This is an optimization exercise on Yosys and OpenROAD, whose aim is small area, a short achievable clock period and few clock cycles per item, not a production implementation.
In this exercise RTL edits were held to simulation tests only and were not proved equivalent to the original.
Power is estimated from default activity; no workload was simulated.

Setup of lane 1:
// oxdon_rs_dec
module oxdon_rs_dec (
    input  wire       clk,
    input  wire       rst,           
    input  wire       in_valid,
    input  wire [9:0] in_sym,
    output wire       in_ready,
    output reg        err_valid,
    output reg  [9:0] err_pos,       
    output reg  [9:0] err_val,       
    output reg        cw_done,
    output reg        cw_fail,
    output reg  [4:0] cw_nerr
);
For scale: roughly 6,100 cells after synthesis, ~1,100 flip-flops, ~42 I/O pins, ~0.067 sq mm of cells after synthesis.
==> flow/config.mk <==
export PLATFORM = sky130hd
export DESIGN_NAME = oxdon_rs_dec
export DESIGN_NICKNAME = oxdon_rs_dec
export VERILOG_FILES = /design/flow/design.v
export SDC_FILE = /design/flow/constraint.sdc
export NUM_CORES = 4
export LEC_CHECK = 0
export CAP_MARGIN = 20
export CORE_MARGIN = 2
export CORE_UTILIZATION = 25
export PLACE_DENSITY = 0.3
export SLEW_MARGIN = 20
==> flow/constraint.sdc <==
create_clock -name core_clock -period 20.0 [get_ports {clk}]
set_input_delay 4.0000 -clock core_clock [delete_from_list [all_inputs] [get_ports {clk}]]
set_output_delay 4.0000 -clock core_clock [all_outputs]
set_load 0.01 [all_outputs]
run.sh (not shown) runs the stock make flow with config.mk's settings and CLKGATE_MAP_FILE= SYNTH_SCRIPT=/design/flow/synth_recipe.tcl, a recipe that flattens the netlist after the stock synthesis.
Testbench counts of lane 1, summed over its fixed seeds: cycles 180,081, codewords 320.
Modified inputs, lane 2 compared to lane 1
diff --git a/flow/design.v b/flow/design.v
--- a/flow/design.v
+++ b/flow/design.v
@@ -201,19 +201,18 @@
     reg [4:0]  m;                         
     reg [T:0]  i_oh;                      
     reg [T:0]  j_oh;                      
     reg [4:0]  ks;                        
     reg        swp, upd, vq, fl;
     reg [9:0]  nq, sq;
     reg [3:0]  oi;                        
     reg [9:0]  kpos;                      
     reg [4:0]  roots;
-    reg [1:0]  fcnt;
     reg  s_pend;
     wire be_free = (st == S_IDLE) || (st == S_CHIEN) || (st == S_FLUSH) || (st == S_DONE);
     assign copy  = syn_full && !s_pend && be_free;
     wire start   = (st == S_IDLE) && s_pend;
     wire copy_ok_n = !((s_pend && st != S_IDLE) || copy) &&
                      ((st == S_CHIEN) || (st == S_FLUSH) || (st == S_DONE) ||
                       (st == S_IDLE && !s_pend));
     reg [9:0] a_rd, b_rd;
     integer q;
@@ -226,20 +225,25 @@
         end
     end
     wire [9:0] nw    = upd ? (gf_mul(gam, a_rd) ^ gf_mul(dl, b_rd)) : a_rd;
     wire [9:0] s_rd  = (ks < 5'd30) ? s_cp[ks] : 10'd0;
     wire [9:0] acc_n = acc ^ gf_mul(nq, sq);
     wire [4:0] m_n   = swp ? 5'd0 : m + 5'd1;
     wire [4:0] r_n   = r + 5'd1;
     wire       upd_c = (acc_n != 10'd0);
     wire       swp_c = upd_c && ({ln, 1'b0} <= {1'b0, r_n});
-    wire [4:0] ln_c  = swp_c ? (r_n + 5'd1 - ln) : ln;
-    wire [5:0] jb_c  = {1'b0, ln_c} - 6'd1 - {1'b0, m_n};
+    wire [4:0] lnA   = r_n + 5'd1 - ln;
+    wire [5:0] jbA   = {1'b0, lnA} - 6'd1 - {1'b0, m_n};
+    wire [5:0] jbB   = {1'b0, ln} - 6'd1 - {1'b0, m_n};
+    wire [T:0] iA    = 16'd1 << lnA[3:0];
+    wire [T:0] iB    = 16'd1 << ln[3:0];
+    wire [T:0] jA    = jbA[5] ? 16'd0 : (16'd1 << jbA[3:0]);
+    wire [T:0] jB    = jbB[5] ? 16'd0 : (16'd1 << jbB[3:0]);
     wire [3:0] oi_n  = om_ph ? oi + 4'd1 : 4'd0;
     wire       om_end = (st == S_DRAIN) && om_ph && ({1'b0, oi_n} == L);
     reg [9:0] sum_l, sum_o, sum_w;
     integer ci;
     always @(*) begin
         sum_l = 10'd0;
         sum_o = 10'd0;
         sum_w = 10'd0;
         for (ci = 0; ci <= T; ci = ci + 1) begin
@@ -354,28 +358,28 @@
                     dl <= acc_n;
                     if (!om_ph) begin
                         if (swp) gam <= dl;
                         m <= m_n;
                         L <= ln;
                         r <= r_n;
                     end
                     oi <= oi_n;
                     if (!om_ph && r != 5'd29) begin
-                        if (ln_c > 5'd15) begin
+                        if (swp_c && lnA > 5'd15) begin
                             fl <= 1'b1;
                             st <= S_DONE;
                         end else begin
                             upd  <= upd_c;
                             swp  <= swp_c;
-                            ln   <= ln_c;
-                            i_oh <= 16'd1 << ln_c[3:0];
-                            j_oh <= jb_c[5] ? 16'd0 : (16'd1 << jb_c[3:0]);
-                            ks   <= r_n + 5'd1 - ln_c;
+                            ln   <= swp_c ? lnA : ln;
+                            i_oh <= swp_c ? iA : iB;
+                            j_oh <= swp_c ? jA : jB;
+                            ks   <= swp_c ? ln : lnA;      
                             st   <= S_STEP;
                         end
                     end else begin
                         om_ph <= 1'b1;
                         if (!om_ph && ln == 5'd0)
                             st <= S_DONE;              
                         else if (om_end)
                             st <= S_CHIEN;
                         else begin
@@ -387,52 +391,48 @@
                             st   <= S_STEP;
                         end
                     end
                     kpos  <= 10'd543;
                     roots <= 5'd0;
                 end
                 S_CHIEN: begin
                     kpos  <= kpos - 10'd1;
                     roots <= roots + {4'd0, ch_root};
-                    fcnt  <= 2'd0;
                     if (ch_last) st <= S_FLUSH;
                 end
                 S_FLUSH: begin
                     kpos <= kpos - 10'd1;
-                    fcnt <= fcnt + 2'd1;
-                    if (fcnt == 2'd1) st <= S_DONE;
+                    st   <= S_DONE;
                 end
                 S_DONE: begin
                     cw_done <= 1'b1;
                     cw_fail <= fl || (roots != L);
                     cw_nerr <= roots;
                     st      <= S_IDLE;
                 end
                 default: st <= S_IDLE;
             endcase
         end
     end
-    reg        f1_v, f2_v;
-    reg [9:0]  f1_a, f1_w, f2_u;
+    reg        f2_v;
+    reg [9:0]  f2_u;
     reg [4:0]  f2_d;
+    wire [9:0] f1_a = phi(sum_o);
+    wire [9:0] f1_w = phi(sum_w);
     wire [4:0] fa1 = f1_a[9:5];
     wire [4:0] fa0 = f1_a[4:0];
     wire [4:0] fdel = mul5(fa0, fa0) ^ mul5(fa0, fa1) ^ mul5(LAM, mul5(fa1, fa1));
     wire [9:0] fe  = {mul5(f2_u[9:5], f2_d), mul5(f2_u[4:0], f2_d)};
     always @(posedge clk) begin
-        f1_a    <= phi(sum_o);
-        f1_w    <= phi(sum_w);
         f2_d    <= inv5(fdel);
         f2_u    <= cmul(f1_w, {fa1, fa0 ^ fa1});
-        err_pos <= kpos + 10'd2;
+        err_pos <= kpos + 10'd1;
         err_val <= phiinv(fe);
         if (rst) begin
-            f1_v      <= 1'b0;
             f2_v      <= 1'b0;
             err_valid <= 1'b0;
         end else begin
-            f1_v      <= in_chien && ch_root;
-            f2_v      <= f1_v;
+            f2_v      <= in_chien && ch_root;
             err_valid <= f2_v;
         end
     end
 endmodule
## What came out
Across lane 2 and lane 1, none had a timing, DRC or antenna violation.
The higher global placement routability congestion of lane 2 and lane 1 is in lane 1.
Combinational power for lane 2 is lower than for lane 1.
Cell count: lane 2 vs lane 1 — no meaningful difference
Power per standard cell area: lane 2 lower than lane 1
In the route summary, lane 2 ends up with a via count below that of lane 1.
Changes observed in lane 2 relative to lane 1: final net count shrank by 27; routed wire length now smaller; die outline area has decreased.
Count of non-CTS buffers in the layout, lane 2 and lane 1: lower on lane 1
Diff lane 1 -> lane 2 | initial detailed-routing violation count | decrease of 88
Cmp lane 2 vs lane 1: portion of total power attributed to the clock network higher in lane 2
Testbench counts of lane 2, summed over its fixed seeds: cycles 180,032, codewords 320.

-- what the ideal ports hide --
No port has a modelled driver above. Below, the same layouts with a new extraction and two added sets of constraints.
Step 1 sets driving cells, clkbuf_16 on the clock port and buf_2 on the other inputs (assumed; they add their load-dependent delay and slew).
Step 2, shift: input delay + t, output delay - t, t = (earliest + latest rising clock arrival at the registers) / 2. This alone moves slack from input paths to output paths.
Slacks: ideal / step 1 / step 2; pairs: ideal / step 1.
run | shift t [ns] | setup WS [ns] | latest minus earliest clock arrival (ns) | pins driven straight from the clock port
lane 1 | 0.889 | 14.035 / 14.035 / 13.592 | 0.063 / 0.063 | 1
lane 2 | 0.923 | 14.039 / 14.039 / 13.479 | 0.066 / 0.066 | 1
After both steps setup and hold are still met in every run listed. The setup slack of lane 2, which loses most, moves by 0.000 ns with the drivers and by -0.560 ns with both steps.
